This is an optimization exercise on Yosys and OpenROAD, whose aim is small area, a short achievable clock period and few clock cycles per item, not a production implementation.
Function was checked by simulation only, so behaviour that the tests miss may differ from the original.
Power is estimated from default activity; no workload was simulated.

v6:
==> flow/design.v <==
module rank_engine #(
    parameter N  = 64,    
    parameter IW = 6      
) (
    input  wire          clk,
    input  wire          rst,           
    input  wire [15:0]   i_arm,         
    input  wire [15:0]   i_deadband,    
    input  wire          s_prev_neg,    
    input  wire [12:0]   tenure_q,      
    input  wire [15:0]   vmax_q,        
    input  wire [15:0]   vmin_q,        
    input  wire          in_valid,
    output wire          in_ready,
    input  wire [15:0]   in_vq,         
    input  wire          in_ins,        
    input  wire          in_masked,     
    output wire          out_valid,
    input  wire          out_ready,
    output wire [IW-1:0] out_cell,
    output wire [31:0]   out_key,
    output wire          out_last,
    output wire          out_d_neg,     
    output wire          out_deadband   
);
    localparam KW = 18;   
    function automatic gt_tree(input [31:0] a, input [31:0] na,
                               input [31:0] b, input [31:0] nb);
        reg [31:0] g, l;
        integer lv, k, w;
        begin
            g = a & nb;
            l = na & b;
            w = 16;
            for (lv = 0; lv < 5; lv = lv + 1) begin
                for (k = 0; k < 16; k = k + 1) begin
                    if (k < w) begin
                        g[k] = g[2*k+1] | (~l[2*k+1] & g[2*k]);
                        l[k] = l[2*k+1] | (~g[2*k+1] & l[2*k]);
                    end
                end
                w = w / 2;
            end
            gt_tree = g[0];
        end
    endfunction
    function automatic key_gt(input [KW-1:0] a, input [KW-1:0] na,
                              input [KW-1:0] b, input [KW-1:0] nb);
        key_gt = gt_tree({14'd0, a}, {14'd0, na}, {14'd0, b}, {14'd0, nb});
    endfunction
    function automatic gt16(input [15:0] a, input [15:0] b);
        gt16 = gt_tree({16'd0, a}, {16'd0, ~a}, {16'd0, b}, {16'd0, ~b});
    endfunction
    reg [KW-1:0] a_key  [0:N-1];
    reg [IW-1:0] a_cell [0:N-1];
    reg [N-1:0]  a_gt;                
    reg [IW:0]   old_cnt;
    reg          old_nz;              
    reg [IW-1:0] fill_cnt;
    reg [8:0]    th, tl;
    reg [7:0]    eh;
    reg          old_d, old_db;       
    reg          m_v, s_v;
    reg [IW-1:0] m_cell, s_cell;
    reg [KW-1:0] m_key, s_key;
    reg          m_last, s_last, m_d, s_d, m_db, s_db;
    wire step = !(old_nz && s_v);
    wire push = old_nz && !s_v;
    reg  rdy;                         
    assign in_ready = rdy;
    reg          p1_v;
    reg [15:0]   p1_vq, p1_vmax, p1_vmin, p1_iarm, p1_idb;
    reg [13:0]   p1_add;              
    reg          p1_msk, p1_sneg;
    reg [IW-1:0] p1_cnt;              
    reg          p1_first;            
    reg          d_neg;               
    reg          db_cur;              
    reg          pk_v, pk_d, pk_db;
    reg [16:0]   pk_kp, pk_kn;        
    reg          pk_exp, pk_exn;      
    reg          p3_v, p3_d, p3_db;
    reg [KW-1:0] p3_key;
    reg [KW-1:0] p3_nkey;             
    reg [KW-1:0] p3_key1, p3_nkey1;   
    reg          p4_v, p4_d, p4_db;
    reg [KW-1:0] p4_key;
    reg          p4_gt;               
    always @(posedge clk) begin
        if (rst)
            p1_v <= 1'b0;
        else if (step)
            p1_v <= in_valid;
        if (step) begin
            p1_vq   <= in_vq;
            p1_add  <= 14'd8192 - (in_ins ? {1'b0, tenure_q} : 14'd0);
            p1_msk  <= in_masked;
            p1_vmax <= vmax_q;
            p1_vmin <= vmin_q;
            p1_iarm <= i_arm;
            p1_idb  <= i_deadband;
            p1_sneg <= s_prev_neg;
        end
    end
    wire i_neg  = p1_iarm[15];
    wire p1_db  = i_neg ? gt16(p1_iarm, ~p1_idb) : !gt16(p1_iarm, p1_idb);
    wire p1_dn  = i_neg ^ p1_sneg;
    wire p1_exp = p1_msk || gt16(p1_vq, p1_vmax);
    wire p1_exn = p1_msk || gt16(p1_vmin, p1_vq);
    wire        d_cur = (p1_first && !p1_db) ? p1_dn : d_neg;
    wire [16:0] k_pos = {1'b0, p1_vq} + {3'd0, p1_add};
    wire [16:0] k_neg = {1'b0, ~p1_vq} + {3'd0, p1_add};
    wire [KW-1:0] pk_key = pk_d ? {pk_exn, pk_kn} : {pk_exp, pk_kp};
    always @(posedge clk) begin
        if (rst) begin
            p1_cnt   <= 0;
            p1_first <= 1'b1;
            d_neg    <= 1'b0;
            pk_v     <= 1'b0;
            p3_v     <= 1'b0;
            p4_v     <= 1'b0;
        end else if (step) begin
            if (p1_v) begin
                p1_cnt   <= p1_cnt + 1'b1;
                p1_first <= (p1_cnt == N - 1);
                d_neg    <= d_cur;
            end
            pk_v <= p1_v;
            p3_v <= pk_v;
            p4_v <= p3_v;
        end
        if (step && p1_v && p1_first)
            db_cur <= p1_db;
        if (step) begin
            pk_kp  <= k_pos;
            pk_kn  <= k_neg;
            pk_exp <= p1_exp;
            pk_exn <= p1_exn;
            pk_d   <= d_cur;
            pk_db  <= p1_first ? p1_db : db_cur;
            p3_key <= pk_key;
            p3_nkey <= ~pk_key;
            p3_key1 <= pk_key + 1'b1;
            p3_nkey1 <= ~(pk_key + 1'b1);
            p3_d   <= pk_d;
            p3_db  <= pk_db;
            p4_key <= p3_key;
            p4_d   <= p3_d;
            p4_db  <= p3_db;
            p4_gt  <= key_gt(p3_key, ~p3_key, pk_key, ~pk_key);
        end
    end
    wire [N:0] gt;
    wire [N:0] cmp;
    assign gt[N]  = 1'b1;
    assign cmp[N] = 1'b0;
    wire cmp_new  = p4_gt;
    genvar g;
    generate
        for (g = 0; g < N; g = g + 1) begin : g_cmp
            wire inseg = th[8 - g / 8] | (eh[7 - g / 8] & tl[8 - g % 8]);
            assign gt[g]  = inseg && (!p4_v || a_gt[g]);
            if (g < N / 2)
                assign cmp[g] = key_gt(a_key[g], ~a_key[g], p3_key, p3_nkey);
            else
                assign cmp[g] = !key_gt(p3_key1, p3_nkey1, a_key[g], ~a_key[g]);
        end
    endgenerate
    integer i;
    reg hold, shift, take;
    always @(posedge clk) begin
        for (i = 0; i < N; i = i + 1) begin
            hold  = !step || gt[i];
            take  = step && !gt[i] && gt[i+1];
            shift = step && !gt[i+1];
            a_key[i]  <= ({KW{hold}} & a_key[i]) | ({KW{take}} & p4_key) |
                         ({KW{shift}} & (i < N - 1 ? a_key[i+1] : {KW{1'b0}}));
            a_cell[i] <= ({IW{hold}} & a_cell[i]) | ({IW{take}} & fill_cnt) |
                         ({IW{shift}} & (i < N - 1 ? a_cell[i+1] : {IW{1'b0}}));
            a_gt[i]   <= (!step & a_gt[i]) | (step & gt[i] & cmp[i]) |
                         (take & cmp_new) | (shift & cmp[i+1]);
        end
    end
    wire        fill_done = step && p4_v && (fill_cnt == N - 1);
    wire [IW-1:0] fill_nx = rst ? {IW{1'b0}} :
                            (step && p4_v) ? fill_cnt + 1'b1 : fill_cnt;
    wire [IW:0] old_next  = rst       ? {(IW+1){1'b0}} :
                            fill_done ? N[IW:0] :
                            push      ? old_cnt - 1'b1 : old_cnt;
    always @(posedge clk) begin
        old_cnt <= old_next;
        old_nz  <= (old_next != 0);
        fill_cnt <= fill_nx;
        for (i = 0; i < 9; i = i + 1) begin
            th[i] <= (fill_nx[5:3] >= i);
            tl[i] <= (fill_nx[2:0] >= i);
        end
        for (i = 0; i < 8; i = i + 1)
            eh[i] <= (fill_nx[5:3] == i);
        if (fill_done) begin
            old_d  <= p4_d;
            old_db <= p4_db;
        end
    end
    wire pop    = m_v && out_ready;
    wire s_next = s_v ? !pop : (push && m_v && !pop);
    wire ld_s   = s_v && pop;                     
    wire ld_h   = !s_v && push && (!m_v || pop);  
    wire m_hold = !(ld_s || ld_h);
    always @(posedge clk) begin
        if (rst) begin
            m_v <= 1'b0;
            s_v <= 1'b0;
            rdy <= 1'b1;
        end else begin
            s_v <= s_next;
            m_v <= push || s_v || (m_v && !pop);
            rdy <= !((old_next != 0) && s_next);
        end
        m_cell <= ({IW{m_hold}} & m_cell) | ({IW{ld_s}} & s_cell) | ({IW{ld_h}} & a_cell[0]);
        m_key  <= ({KW{m_hold}} & m_key)  | ({KW{ld_s}} & s_key)  | ({KW{ld_h}} & a_key[0]);
        m_last <= (m_hold & m_last) | (ld_s & s_last) | (ld_h & (old_cnt == 1));
        m_d    <= (m_hold & m_d)    | (ld_s & s_d)    | (ld_h & old_d);
        m_db   <= (m_hold & m_db)   | (ld_s & s_db)   | (ld_h & old_db);
        if (!s_v && push && m_v && !pop) begin
            s_cell <= a_cell[0];
            s_key  <= a_key[0];
            s_last <= (old_cnt == 1);
            s_d    <= old_d;
            s_db   <= old_db;
        end
    end
    assign out_valid    = m_v;
    assign out_cell     = m_cell;
    assign out_key      = {m_key[KW-1], 14'd0, m_key[16:0]};
    assign out_last     = m_last;
    assign out_d_neg    = m_d;
    assign out_deadband = m_db;
endmodule
Settings: LEC_CHECK=0, ABC_AREA=1, CAP_MARGIN=50, CORE_MARGIN=2, CORE_UTILIZATION=65, CTS_CLUSTER_DIAMETER=100, CTS_CLUSTER_SIZE=20, SLEW_MARGIN=70; clock period 12.0 ns.
standard.sh (not shown) runs the stock make flow with config.mk's settings and CLKGATE_MAP_FILE= SYNTH_SCRIPT=/design/flow/synth_recipe.tcl, a recipe that flattens the netlist after the stock synthesis.
==> flow/flow/run.sh <==
#!/bin/bash
# The standard layout, with plain buffers (not delay cells) on the ports.
set -euo pipefail
export BUFFER_PORTS_ARGS="-buffer_cell sky130_fd_sc_hd__buf_4"
bash standard.sh > standard.log 2>&1
Testbench counts of v6, summed over its fixed seeds: cycles 16,936, sorts 256.
Relative to v6, the following input files were edited for v7:
--- a/flow/design.v
+++ b/flow/design.v
@@ -58,6 +58,4 @@
     reg          old_nz;              
     reg [IW-1:0] fill_cnt;
-    reg [8:0]    th, tl;
-    reg [7:0]    eh;
     reg          old_d, old_db;       
     reg          m_v, s_v;
@@ -159,5 +157,5 @@
     generate
         for (g = 0; g < N; g = g + 1) begin : g_cmp
-            wire inseg = th[8 - g / 8] | (eh[7 - g / 8] & tl[8 - g % 8]);
+            wire inseg = ({1'b0, fill_cnt} >= N - g);
             assign gt[g]  = inseg && (!p4_v || a_gt[g]);
             if (g < N / 2)
@@ -183,6 +181,4 @@
     end
     wire        fill_done = step && p4_v && (fill_cnt == N - 1);
-    wire [IW-1:0] fill_nx = rst ? {IW{1'b0}} :
-                            (step && p4_v) ? fill_cnt + 1'b1 : fill_cnt;
     wire [IW:0] old_next  = rst       ? {(IW+1){1'b0}} :
                             fill_done ? N[IW:0] :
@@ -191,11 +187,8 @@
         old_cnt <= old_next;
         old_nz  <= (old_next != 0);
-        fill_cnt <= fill_nx;
-        for (i = 0; i < 9; i = i + 1) begin
-            th[i] <= (fill_nx[5:3] >= i);
-            tl[i] <= (fill_nx[2:0] >= i);
-        end
-        for (i = 0; i < 8; i = i + 1)
-            eh[i] <= (fill_nx[5:3] == i);
+        if (rst)
+            fill_cnt <= 0;
+        else if (step && p4_v)
+            fill_cnt <= fill_cnt + 1'b1;
         if (fill_done) begin
             old_d  <= p4_d;
--- outcome ---
v7 reached the end of the flow, and the finished layout is clean on the timing, design-rule and antenna checks.
Taking v6 as the reference, in v7 power density over the cells climbed about 0.5%, count of placed standard cells including taps fell by about 2.3%, final period demand of the worst path grew by 440 ps, worst relative slew slack saw a decrease, via count of the first global-routing pass down 668.
Testbench counts of v7, summed over its fixed seeds: cycles 16,936, sorts 256.

## afterwards: timing with drivers on the ports
No port has a modelled driver above. Below, the same layouts with a new extraction and two added sets of constraints. Step 1 (the two cells are an assumption about what drives the block):
set clk [get_ports {clk}]
set_driving_cell -lib_cell sky130_fd_sc_hd__clkbuf_16 $clk
set_driving_cell -lib_cell sky130_fd_sc_hd__buf_2 [delete_from_list [all_inputs] $clk]
Step 2, shift: input delay + t, output delay - t, t = (earliest + latest rising clock arrival at the registers) / 2. This alone moves slack from input paths to output paths. Slacks: ideal / step 1 / step 2; pairs: ideal / step 1.
run | t, ns | setup slack, ns | worst setup path after step 2 | worst slew at a driven data input, ns | cell pins on the clock port's net
v6 | 0.857 | 8.285 / 8.200 / 7.843 | input to register | 0.05 | 1
v7 | 0.858 | 7.847 / 7.847 / 7.598 | input to register | 0.06 | 1
After both steps every run listed still meets setup and hold. For v6, which loses most, drivers alone change the setup slack by -0.085 ns; drivers and shift together by -0.442 ns.
